From an optimization exercise on the open Yosys and OpenROAD flow, aimed at small area and a short achievable clock period; shortcuts taken in it are not production practice. Function was checked by simulation only, so behaviour that the tests miss may differ from the original.

==> run G <==
// tumbler_core
module tumbler_core (
    input  wire        clk,
    input  wire        rst_n,         
    input  wire        cmd_start,
    input  wire        cmd_stop,
    input  wire        cmd_restart,
    input  wire        freeze,
    input  wire [15:0] wdog,
    input  wire        tick,
    input  wire [7:1]  ev_in,
    output wire [11:0] imem_addr,
    input  wire [31:0] imem_data,
    output wire [11:0] dmem_addr,
    input  wire [63:0] dmem_rdata,
    output wire        dmem_we,
    output wire [63:0] dmem_wdata,
    output wire [2:0]  state,
    output wire [7:0]  pend,
    output wire [3:0]  trap_cause,
    output wire [12:0] trap_pc,
    output wire [31:0] trap_arg
);
    localparam [2:0] S_RUNNING = 3'd1,
                     S_WAITING = 3'd2,
                     S_TRAPPED = 3'd3,
                     S_HALTED  = 3'd4;
    localparam [3:0] C_ILLEGAL  = 4'h3,
                     C_BOUNDS   = 4'h4,
                     C_WATCHDOG = 4'h8,
                     C_SOFT     = 4'h9;
    reg  [2:0]  st;
    reg         wait_t;
    reg  [11:0] pc;
    reg  [35:0] rf [1:15];
    reg  [71:0] acc0, acc1;
    reg  [7:0]  pend_r;
    reg  [63:0] cycle_cnt;
    reg  [35:0] tick_cnt;
    reg  [24:0] wd_cnt;
    reg  [3:0]  tc_r;
    reg  [11:0] tpc_r;
    reg  [31:0] targ_r;
    wire [31:0] insn = imem_data;
    wire [5:0]  op   = insn[31:26];
    wire [3:0]  f1   = insn[25:22];
    wire [3:0]  f2   = insn[21:18];
    wire [3:0]  f3   = insn[17:14];
    wire [17:0] imm  = insn[17:0];
    wire [35:0] simm = {{18{imm[17]}}, imm};
    wire op_add   = (op == 6'h01) || (op == 6'h10);
    wire op_and   = (op == 6'h03) || (op == 6'h11);
  ...
Settings: LEC_CHECK=0, CAP_MARGIN=20, CORE_MARGIN=2, CORE_UTILIZATION=40, SLEW_MARGIN=20; clock period 22.0 ns.
standard.sh (not shown) runs the stock make flow with config.mk's settings and CLKGATE_MAP_FILE= SYNTH_SCRIPT=/design/flow/synth_recipe.tcl, a recipe that flattens the netlist after the stock synthesis.
==> flow/flow/run.sh <==
#!/bin/bash
# Own layout flow: the standard ORFS flow (standard.sh) with two changes.
#  1. Synthesis is synth_recipe.tcl / ORFS synth.tcl unchanged except for the final ABC
#     technology mapping, which uses flow/abc_light.script (one choice-based &nf mapping
#     instead of the repeated delay-restructuring rounds of ORFS's speed script).
#     Registers, their names and cell types are those of the standard synthesis.
#  2. Timing repair (floorplan, CTS and global-route repair_timing) aims for extra setup
#     slack at the design's own clock and constraints (constraint.sdc is used unchanged).
# Every tool writes its full log under orfs/logs/ (ORFS) and the make output goes to
# log_*.txt in this folder.
set -euo pipefail
W=$(pwd)
F=$W/flow
ABC_D=13000
MARGIN=${OWN_SETUP_MARGIN:-8}

sed "s#^source \$::env(SCRIPTS_DIR)/synth_preamble.tcl\$#&\nset abc_args [list -script $F/abc_light.script {*}\$lib_args {*}\$lib_dont_use_args -constr \$::env(OBJECTS_DIR)/abc.constr -D $ABC_D]\nputs \"own flow abc args: \$abc_args\"#" \
    "$FLOW_HOME/scripts/synth.tcl" > "$W/own_synth_core.tcl"
grep -q "abc_light.script" "$W/own_synth_core.tcl"
sed "s#^source \$::env(SCRIPTS_DIR)/synth.tcl\$#source $W/own_synth_core.tcl#" \
    "$W/synth_recipe.tcl" > "$W/own_synth.tcl"
grep -q "own_synth_core.tcl" "$W/own_synth.tcl"

bash "$W/standard.sh" SYNTH_SCRIPT="$W/own_synth.tcl" synth > "$W/log_synth.txt" 2>&1
bash "$W/standard.sh" SYNTH_SCRIPT="$W/own_synth.tcl" SETUP_SLACK_MARGIN="$MARGIN" finish > "$W/log_layout.txt" 2>&1
test -s "$W/out/final.def"
==> flow/flow/abc_light.script <==
&get -n
&st
&dch
&nf {D}
&put
buffer -c
topo
stime -c
upsize -c {D}
dnsize -c {D}
==> inputs of run D, as changes to run G <==
--- a/flow/design.v
+++ b/flow/design.v
@@ -141,33 +141,27 @@
     wire [135:0] sh_all = sh_big >> amt;
     wire [35:0]  sh_o   = sh_all[35:0];
     reg  [35:0]  sh_rev;
     always @(*) for (q = 0; q < 36; q = q + 1) sh_rev[q] = sh_o[35 - q];
     wire [35:0] mdd = av[70:35] ^ {36{av[71]}};
-    wire [35:0] mmask = {36{1'b1}} << amt;       
+    reg  [35:0] mmask;
+    always @(*) for (q = 0; q < 36; q = q + 1) mmask[q] = (q >= amt);
     wire        mova_ovf = |(mdd & mmask);
     wire [35:0] mova_v = mova_ovf ? (av[71] ? {1'b1, 35'd0} : {1'b0, {35{1'b1}}}) : sh_o;
     reg  [35:0] movt_oh;
     always @(*) for (q = 0; q < 36; q = q + 1) movt_oh[q] = op_movt && (q < 32) && (insn[4:0] == q);
     wire [35:0] ma = X | movt_oh;
     wire        acc_in_en = op_mac || op_msu;
     wire [72:0] acc_in = acc_in_en ? {av[71], av} : 73'd0;
     wire [72:0] ts0, ts1;
     tumbler_mac u_mac (.a(ma), .b(Y), .msu(op_msu), .acc(acc_in), .s0(ts0), .s1(ts1));
     wire [72:0] tsum = ts0 + ts1;
-    wire [70:0] tz = ts0[70:0] ^ ts1[70:0] ^ {ts0[69:0] | ts1[69:0], 1'b0};
-    wire        low_zero = !(|tz);
     wire        sat_hi = !tsum[72] && tsum[71];
-    wire        sat_lo = tsum[72] && (!tsum[71] || low_zero);
+    wire        sat_lo = tsum[72] && (!tsum[71] || (tsum[70:0] == 71'd0));
     wire [71:0] tsat = sat_hi ? {1'b0, {71{1'b1}}} :
                        sat_lo ? {1'b1, 70'd0, 1'b1} : tsum[71:0];
-    wire [12:0] alo     = {1'b0, Y[11:0]} + {1'b0, imm[11:0]};
-    wire [23:0] ahA     = Y[35:12];
-    wire [23:0] ahB     = simm[35:12];
-    wire [23:0] ahz     = ahA ^ ahB ^ {ahA[22:0] | ahB[22:0], alo[12]};
-    wire        dbounds_m = |ahz;               
-    wire        dbounds = op_mem && dbounds_m;
+    wire        dbounds = op_mem && (sum[35:12] != 24'd0);
     reg take;
     always @(*) begin
         case (op[2:0])
             3'd0: take = eq;                  
             3'd1: take = !eq;                 
@@ -214,17 +208,14 @@
     wire exec       = pre_exec && !itrap;
     wire waite_done = wait_cycle && !wait_t && !c_stop && hit;
     wire waitt_done = wait_cycle &&  wait_t && !c_stop && tick;
     wire do_restart = (st_halt || st_trap) && c_restart;
     wire clr        = !rst_n || do_restart;
-    wire pc_fff = (pc == 12'hFFF);
-    wire ok_base = pre_exec && legal;
-    wire rf_plain = op_add || op_sub || op_and || op_or || op_xor || op_sll || op_srl ||
-                    op_sra || op_slt || op_sltu || op_min || op_max || op_adds || op_lui ||
-                    op_mova || op_rdtk || (op_waite && hit);
-    wire rf_we = (ok_base && ((!pc_fff && (rf_plain || (op_ld && !dbounds_m))) ||
-                              (op_jal && !insn[12]))) || waite_done;
+    wire rf_op = op_add || op_sub || op_and || op_or || op_xor || op_sll || op_srl ||
+                 op_sra || op_slt || op_sltu || op_min || op_max || op_adds || op_lui ||
+                 op_mova || op_ld || op_jal || op_rdtk || (op_waite && hit);
+    wire rf_we = (exec && rf_op) || waite_done;
     wire [35:0] logic_v = ({36{op_and}} & (Y & B)) |
                           ({36{op_or}}  & (Y | B)) |
                           ({36{op_xor}} & (Y ^ B));
     wire        pick_y  = (op_min && lt_s) || (op_max && !lt_s);
     wire        pick_b  = (op_min && !lt_s) || (op_max && lt_s);
@@ -241,11 +232,12 @@
         ({36{op_lui}} & {imm, 18'd0}) |
         ({36{op_ld}} & dmem_rdata[35:0]) |
         ({36{op_jal}} & {23'd0, pc_seq == 12'd0, pc_seq}) |
         ({36{op_rdtk}} & tick_cnt) |
         ({36{op_waite}} & {28'd0, whit});
-    wire acc_we = ok_base && !pc_fff && (op_tree || op_rdc || (op_lda && !dbounds_m));
+    wire acc_op = op_tree || op_lda || op_rdc;
+    wire acc_we = exec && acc_op;
     wire movt_hi = op_movt && insn[5];
     wire [71:0] acc_wd =
         ({72{op_tree && !movt_hi}} & tsat) |
         ({72{movt_hi}} & {tsat[39:0], 32'd0}) |
         ({72{op_lda}} & {{8{dmem_rdata[63]}}, dmem_rdata}) |
@@ -330,13 +322,12 @@
         end
     end
     wire        sta_ok = (&av[71:63]) || !(|av[71:63]);
     wire [63:0] sta_v  = sta_ok ? av[63:0] : (av[71] ? {1'b1, 63'd0} : {1'b0, {63{1'b1}}});
     assign imem_addr  = pc;
-    assign dmem_addr  = alo[11:0];
-    assign dmem_we    = pre_exec && !pc_fff && !dbounds_m &&
-                        (op_st || (op_sta && (insn[25:23] == 3'd0)));
+    assign dmem_addr  = sum[11:0];
+    assign dmem_we    = exec && (op_st || op_sta);
     assign dmem_wdata = op_sta ? sta_v : {{28{X[35]}}, X};
     assign state      = st;
     assign pend       = pend_r;
     assign trap_cause = tc_r;
     assign trap_pc    = {1'b0, tpc_r};
==> flow/run.sh (new file) <==
#!/bin/bash
# synth_recipe.tcl (not shown) runs the flow's synth.tcl, then flattens the netlist and writes it again
# the make line also repeats each setting of config.mk as NAME=value (left out here)
make -C /OpenROAD-flow-scripts/flow DESIGN_CONFIG=/design/flow/config.mk WORK_HOME=/design/flow/orfs CLKGATE_MAP_FILE= SYNTH_SCRIPT=/design/flow/synth_recipe.tcl finish
removed: flow/flow/run.sh
removed: flow/flow/abc_light.script
removed: flow/standard.sh
==> impl_metrics.env <==
export IMPL_status="timing/DRC/antenna clean"
export IMPL_worstMarginPinSlew_ns=1.39
export IMPL_viasPerCell=7.31
export IMPL_dieArea_mm2=0.240
export IMPL_use_met1_pct=63.4
The numbers above come from run D.

==> impl_metrics.env <==
export IMPL_status="timing/DRC/antenna clean"
export IMPL_worstMarginPinSlew_ns=1.25
export IMPL_final_util_pct=46.9
export IMPL_rrSetupSlack_ns=11.93
export IMPL_dieArea_mm2=0.228
export IMPL_viasPerCell=6.90
The numbers above come from run G.

[what the ideal ports hide]
The flow's constraints put no driver on any port. The routed layouts listed below were extracted and timed again, unchanged, in two steps.
Step 1 (the two cells are an assumption about what drives the block):
set clk [get_ports {clk}]
set_driving_cell -lib_cell sky130_fd_sc_hd__clkbuf_16 $clk
set_driving_cell -lib_cell sky130_fd_sc_hd__buf_2 [delete_from_list [all_inputs] $clk]
Step 2 also shifts input and output timing later by t, the mid clock arrival at the registers, as if the neighbouring blocks saw the same clock.
Three values: ideal ports, drivers, drivers and shift; two values: the first two.
| run | t (ns) | setup slack, ns | hold slack, ns | worst slew at a driven data input, ns |
|---|---|---|---|---|
| run G | 0.902 | 7.939 / 7.935 / 7.117 | 0.468 / 0.468 / 0.468 | 0.14 |
| run D | 0.912 | 1.584 / 1.562 / 1.562 | 0.453 / 0.453 / 0.453 | 0.13 |
After both steps setup and hold are still met in every run listed. For run G, which loses most, drivers alone change the setup slack by -0.004 ns; drivers and shift together by -0.822 ns.
